What follows belongs to an exercise in optimizing a design on an open flow for small area, a short achievable clock period and few clock cycles per item; a production flow would make more cautious choices.
Function was checked by simulation only, so behaviour that the tests miss may differ from the original.

==> module whorl_rsq, before the edit <==
module whorl_rsq (
    input             clk,
    input             rst,           
    input             in_valid,
    output            in_ready,
    input             in_sqrt,       
    input      [31:0] in_a,
    output reg        out_valid,
    output reg [31:0] out_res,
    output reg        out_sat,
    output reg        out_divz,
    output reg        out_domain
);
    reg  [15:0]  M;
    reg  [15:0]  Ms;                         
    reg          rdy, first;
    reg          sq;                         
    reg          nf;                         
    reg          f_spc, f_sat, f_divz, f_dom;
    reg  [32:0]  S;                          
    reg          s;                          
    reg  [31:0]  E;                          
    reg          b0r;                        
    assign in_ready = rdy;
    wire accept = in_valid & rdy;
    wire last   = M[0] & !M[1];
    wire [31:0] a       = in_a;
    wire        a_zero  = (a == 32'd0);
    wire        sm_pos  = !a[31] & (a[30:28] == 3'd0) & (!a[27] | (a[26:0] == 27'd0));
    wire        sm_neg  = a[31] & (a[30:27] == 4'hF);
    wire        a_m27   = sm_neg & (a[26:0] == 27'd0);             
    wire        a_max   = !a[31] & (a[30:0] == 31'h7FFF_FFFF);
    wire        spc_in  = in_sqrt ? (a[31] | a_max) : (sm_pos | sm_neg);
    wire        rcp_sk2 = a[31] ? !a[30] : (a[30] & (a[29] | (a[28:2] != 27'd0)));
    wire        rcp_sk1 = a[31] ? (a[30:28] != 3'b111)
                                : (a[30] | a[29] | (a[28] & (a[27:0] != 28'd0)));
    wire        sq_sk1  = (a[30:27] == 4'd0);
    reg  [32:0] s_init;
    reg  [15:0] m_init;
    always @* begin
        if (in_sqrt) begin
            if (sq_sk1) begin
                s_init = {4'b1111, a[26:0], 2'b00};              
                m_init = 16'h3FFF;
            end else begin
                s_init = {2'b11, a[30:0]};                       
                m_init = 16'h7FFF;
            end
        end else if (rcp_sk2) begin
            s_init = a[31] ? {33'h0_7FFF_FFF8 | {31'd0, a[29:28]}}
                           : {33'h0_8000_0004 | {31'd0, a[29:28]}};
            m_init = 16'h3FFF;
        end else if (rcp_sk1) begin
            s_init = a[31] ? {33'h0_1FFF_FFFE | {32'd0, a[30]}}
                           : {33'h0_2000_0000 | {32'd0, a[30]}};
            m_init = 16'h7FFF;
        end else begin
            s_init = a[31] ? 33'h0_07FF_FFFF : 33'h0_0800_0000;
            m_init = 16'hFFFF;
        end
        if (spc_in)
            m_init = 16'h0001;
    end
    wire [16:0] Mx  = {1'b0, M};
    wire [16:0] Msx = {1'b0, Ms};
    wire [31:0] oh0, oh1, so0, so1, sk0, sk1;
    genvar m;
    generate
        for (m = 0; m < 16; m = m + 1) begin : pos
            assign oh0[2*m+1] = Mx[m] & !Mx[m+1];
            assign oh0[2*m]   = 1'b0;
            assign oh1[2*m+1] = 1'b0;
            assign oh1[2*m]   = Mx[m] & !Mx[m+1];
            assign so0[2*m+1] = Msx[m] & !Msx[m+1];
            assign so0[2*m]   = 1'b0;
            assign so1[2*m+1] = 1'b0;
            assign so1[2*m]   = Msx[m] & !Msx[m+1];
            assign sk0[2*m+1] = Msx[m+1];
            assign sk0[2*m]   = Msx[m];
            assign sk1[2*m+1] = Msx[m+1];
            assign sk1[2*m]   = Msx[m+1];
        end
    endgenerate
    wire [31:0] sop0  = {so0[30:0], 1'b0};          
    wire [31:0] sopp0 = {so0[29:0], 2'b00};         
    wire [31:0] sop1  = so0;                        
    wire [31:0] dfb  = (b0r ? {so0[28:0], 3'b000} : 32'd0) | (!s ? sopp0 : 32'd0);
    wire [31:0] msub0 = dfb | sk0;                  
    wire [31:0] madd0 = dfb | sop0 | so0;           
    wire [32:0] Y0    = s ? {1'b0, ~(E & ~madd0)} : {1'b1, E & ~msub0};
    wire        cin0  = s ? nf : !nf;
    wire [32:0] R0    = S + Y0 + {32'd0, cin0};
    wire        s1    = R0[32];                     
    reg         bdv0, bdv1;
    wire        bdn0 = (|(E & {2'b00, oh0[31:2]})) ^ !nf;
    wire        bdn1 = (|(E & {2'b00, oh1[31:2]})) ^ !nf;
    wire [32:0] R1c [0:1];
    genvar u;
    generate
        for (u = 0; u < 2; u = u + 1) begin : outcome    
            wire [31:0] msub1 = dfb | sk1 | sop0;
            wire [31:0] madd1 = dfb | sop1 | so1;
            wire [32:0] Y1    = (u == 1) ? {1'b0, ~(E & ~madd1)} : {1'b1, E & ~msub1};
            wire        cin1  = (u == 1) ? nf : !nf;
            wire        bd0   = sq ? (u == 0) : bdv0;
            wire [32:0] X1    = {S[31:0], bd0};
            wire [32:0] X2    = {Y0[31:0], cin1};
            wire [32:0] cs_s  = X1 ^ X2 ^ Y1;
            wire [32:0] cs_c  = (X1 & X2) | (X1 & Y1) | (X2 & Y1);
            assign R1c[u] = cs_s + {cs_c[31:0], cin0} + {32'd0, cin0};
        end
    endgenerate
    wire [32:0] R1  = s1 ? R1c[1] : R1c[0];
    wire        b0  = !s1;
    wire        b1  = !R1[32];
    wire        bd1 = sq ? b1 : bdv1;
    wire [1:0]  qbits = {b0 ^ nf, b1 ^ nf};
    always @(posedge clk) begin
        if (rst) begin
            M         <= 16'd0;
            Ms        <= 16'd0;
            rdy       <= 1'b1;
            out_valid <= 1'b0;
        end else begin
            out_valid <= last;
            if (accept) begin
                M   <= m_init;
                Ms  <= in_sqrt ? m_init : 16'd0;
                rdy <= spc_in;
            end else begin
                M   <= {1'b0, M[15:1]};
                Ms  <= {1'b0, Ms[15:1]};
                rdy <= !M[2];
            end
        end
    end
    always @(posedge clk) begin
        first <= accept;
        if (accept) begin
            sq     <= in_sqrt;
            nf     <= !in_sqrt & a[31];
            f_spc  <= spc_in;
            f_sat  <= !in_sqrt & (sm_pos | sm_neg) & !a_zero & !a_m27;
            f_divz <= !in_sqrt & a_zero;
            f_dom  <= in_sqrt & a[31];
            S      <= s_init;
            s      <= in_sqrt;
            E      <= in_sqrt ? 32'hFFFF_FFFF : (a[31] ? a : ~a);
            b0r    <= 1'b0;
            bdv0   <= rcp_sk2 ? a[27] : rcp_sk1 ? a[29] : a[31];
            bdv1   <= rcp_sk2 ? a[26] : rcp_sk1 ? a[28] : a[30];
        end else begin
            bdv0 <= bdn0;
            bdv1 <= bdn1;
            S <= {R1[31:0], bd1};
            s <= R1[32];
            E   <= E & ~dfb;
            b0r <= b0;
        end
        if (first & f_spc)
            out_res <= {nf, sq ? !f_dom : !nf, {30{!sq & !nf}}};
        else if (first)
            out_res <= {{30{nf}}, qbits};
        else
            out_res <= {out_res[29:0], qbits};
        if (last) begin
            out_sat    <= f_sat;
            out_divz   <= f_divz;
            out_domain <= f_dom;
        end
    end
endmodule
Settings: LEC_CHECK=0, CAP_MARGIN=20, CORE_MARGIN=2, CORE_UTILIZATION=40, PLACE_DENSITY=0.6, SLEW_MARGIN=20; clock period 11.0 ns.
standard.sh (not shown) runs the stock make flow with config.mk's settings and CLKGATE_MAP_FILE= SYNTH_SCRIPT=/design/flow/synth_recipe.tcl, a recipe that flattens the netlist after the stock synthesis.
==> flow/flow/run.sh <==
#!/bin/bash
set -euo pipefail
bash standard.sh SETUP_SLACK_MARGIN=7.5 SETUP_MOVE_SEQUENCE=unbuffer,sizeup,swap,buffer TNS_END_PERCENT=20 finish > standard_flow.log 2>&1
The baseline finished clean.
Testbench counts at the start, summed over its fixed seeds: cycles 234,871, items 16,000.
Then changed:
--- a/flow/design.v
+++ b/flow/design.v
@@ -10,10 +10,11 @@
     output reg        out_sat,
     output reg        out_divz,
     output reg        out_domain
 );
-    reg  [15:0]  M;
-    reg  [15:0]  Ms;                         
+    reg          busy;
+    reg  [3:0]   cnt;                        
+    reg  [15:0]  Ms;
     reg          rdy, first;
     reg          sq;                         
     reg          nf;                         
     reg          f_spc, f_sat, f_divz, f_dom;
@@ -22,9 +23,9 @@
     reg  [31:0]  E;                          
     reg          b0r;                        
     assign in_ready = rdy;
     wire accept = in_valid & rdy;
-    wire last   = M[0] & !M[1];
+    wire last   = busy & (cnt == 4'd0);
     wire [31:0] a       = in_a;
     wire        a_zero  = (a == 32'd0);
     wire        sm_pos  = !a[31] & (a[30:28] == 3'd0) & (!a[27] | (a[26:0] == 27'd0));
     wire        sm_neg  = a[31] & (a[30:27] == 4'hF);
@@ -36,42 +37,40 @@
                                 : (a[30] | a[29] | (a[28] & (a[27:0] != 28'd0)));
     wire        sq_sk1  = (a[30:27] == 4'd0);
     reg  [32:0] s_init;
     reg  [15:0] m_init;
+    reg  [3:0]  c_init;
     always @* begin
         if (in_sqrt) begin
             if (sq_sk1) begin
                 s_init = {4'b1111, a[26:0], 2'b00};              
-                m_init = 16'h3FFF;
+                m_init = 16'h3FFF; c_init = 4'd13;
             end else begin
                 s_init = {2'b11, a[30:0]};                       
-                m_init = 16'h7FFF;
+                m_init = 16'h7FFF; c_init = 4'd14;
             end
         end else if (rcp_sk2) begin
             s_init = a[31] ? {33'h0_7FFF_FFF8 | {31'd0, a[29:28]}}
                            : {33'h0_8000_0004 | {31'd0, a[29:28]}};
-            m_init = 16'h3FFF;
+            m_init = 16'h3FFF; c_init = 4'd13;
         end else if (rcp_sk1) begin
             s_init = a[31] ? {33'h0_1FFF_FFFE | {32'd0, a[30]}}
                            : {33'h0_2000_0000 | {32'd0, a[30]}};
-            m_init = 16'h7FFF;
+            m_init = 16'h7FFF; c_init = 4'd14;
         end else begin
             s_init = a[31] ? 33'h0_07FF_FFFF : 33'h0_0800_0000;
-            m_init = 16'hFFFF;
+            m_init = 16'hFFFF; c_init = 4'd15;
         end
-        if (spc_in)
+        if (spc_in) begin
             m_init = 16'h0001;
+            c_init = 4'd0;
+        end
     end
-    wire [16:0] Mx  = {1'b0, M};
     wire [16:0] Msx = {1'b0, Ms};
-    wire [31:0] oh0, oh1, so0, so1, sk0, sk1;
+    wire [31:0] so0, so1, sk0, sk1;
     genvar m;
     generate
         for (m = 0; m < 16; m = m + 1) begin : pos
-            assign oh0[2*m+1] = Mx[m] & !Mx[m+1];
-            assign oh0[2*m]   = 1'b0;
-            assign oh1[2*m+1] = 1'b0;
-            assign oh1[2*m]   = Mx[m] & !Mx[m+1];
             assign so0[2*m+1] = Msx[m] & !Msx[m+1];
             assign so0[2*m]   = 1'b0;
             assign so1[2*m+1] = 1'b0;
             assign so1[2*m]   = Msx[m] & !Msx[m+1];
@@ -91,10 +90,18 @@
     wire        cin0  = s ? nf : !nf;
     wire [32:0] R0    = S + Y0 + {32'd0, cin0};
     wire        s1    = R0[32];                     
     reg         bdv0, bdv1;
-    wire        bdn0 = (|(E & {2'b00, oh0[31:2]})) ^ !nf;
-    wire        bdn1 = (|(E & {2'b00, oh1[31:2]})) ^ !nf;
+    wire [3:0]  cm1  = cnt - 4'd1;
+    wire [15:0] Eo, Ee;
+    generate
+        for (m = 0; m < 16; m = m + 1) begin : eb
+            assign Eo[m] = E[2*m+1];
+            assign Ee[m] = E[2*m];
+        end
+    endgenerate
+    wire        bdn0 = Eo[cm1] ^ !nf;               
+    wire        bdn1 = Ee[cm1] ^ !nf;               
     wire [32:0] R1c [0:1];
     genvar u;
     generate
         for (u = 0; u < 2; u = u + 1) begin : outcome    
@@ -116,22 +123,24 @@
     wire        bd1 = sq ? b1 : bdv1;
     wire [1:0]  qbits = {b0 ^ nf, b1 ^ nf};
     always @(posedge clk) begin
         if (rst) begin
-            M         <= 16'd0;
+            busy      <= 1'b0;
             Ms        <= 16'd0;
             rdy       <= 1'b1;
             out_valid <= 1'b0;
         end else begin
             out_valid <= last;
             if (accept) begin
-                M   <= m_init;
-                Ms  <= in_sqrt ? m_init : 16'd0;
+                busy <= 1'b1;
+                cnt  <= c_init;
+                Ms   <= in_sqrt ? m_init : 16'd0;
                 rdy <= spc_in;
             end else begin
-                M   <= {1'b0, M[15:1]};
+                busy <= busy & (cnt != 4'd0);
+                cnt  <= cnt - 4'd1;
                 Ms  <= {1'b0, Ms[15:1]};
-                rdy <= !M[2];
+                rdy <= !(busy & (cnt[3:1] != 3'd0));
             end
         end
     end
     always @(posedge clk) begin
What happened:
- final area goes down slightly
- final cell count barely changes
- die area goes down slightly
- via count goes up slightly
- wire length goes down by a few percent
- maximum frequency goes up by a few percent
- register-to-register slack improves by 0.11 ns
- sequential share of layout area goes down by 1.2 points
- critical path depth goes up by 1
Testbench counts after the change, summed over its fixed seeds: cycles 234,871, items 16,000.

[static timing again, ports no longer ideal]
The results above use ideal ports. As a check the final layouts listed here were re-extracted and re-timed, cells and wires unchanged. Step 1 assumes that a clkbuf_16 drives the clock port and a buf_2 every other input. Step 2 times the ports against the registers' clock, not the clock port: input delays grow and output delays shrink by t, the midpoint of the rising clock arrivals with the driver on. a / b / c = ideal / step 1 / step 2; a / b = the first two.
run | t (ns) | setup WS [ns] | slew at the worst register clock pin (ns)
the first run | 0.493 | 6.475 / 6.475 / 6.129 | 0.08 / 0.08
the second run | 0.481 | 6.587 / 6.587 / 6.587 | 0.08 / 0.08
After both steps every run listed still meets setup and hold. For the first run, which loses most, drivers alone change the setup slack by 0.000 ns; drivers and shift together by -0.346 ns.
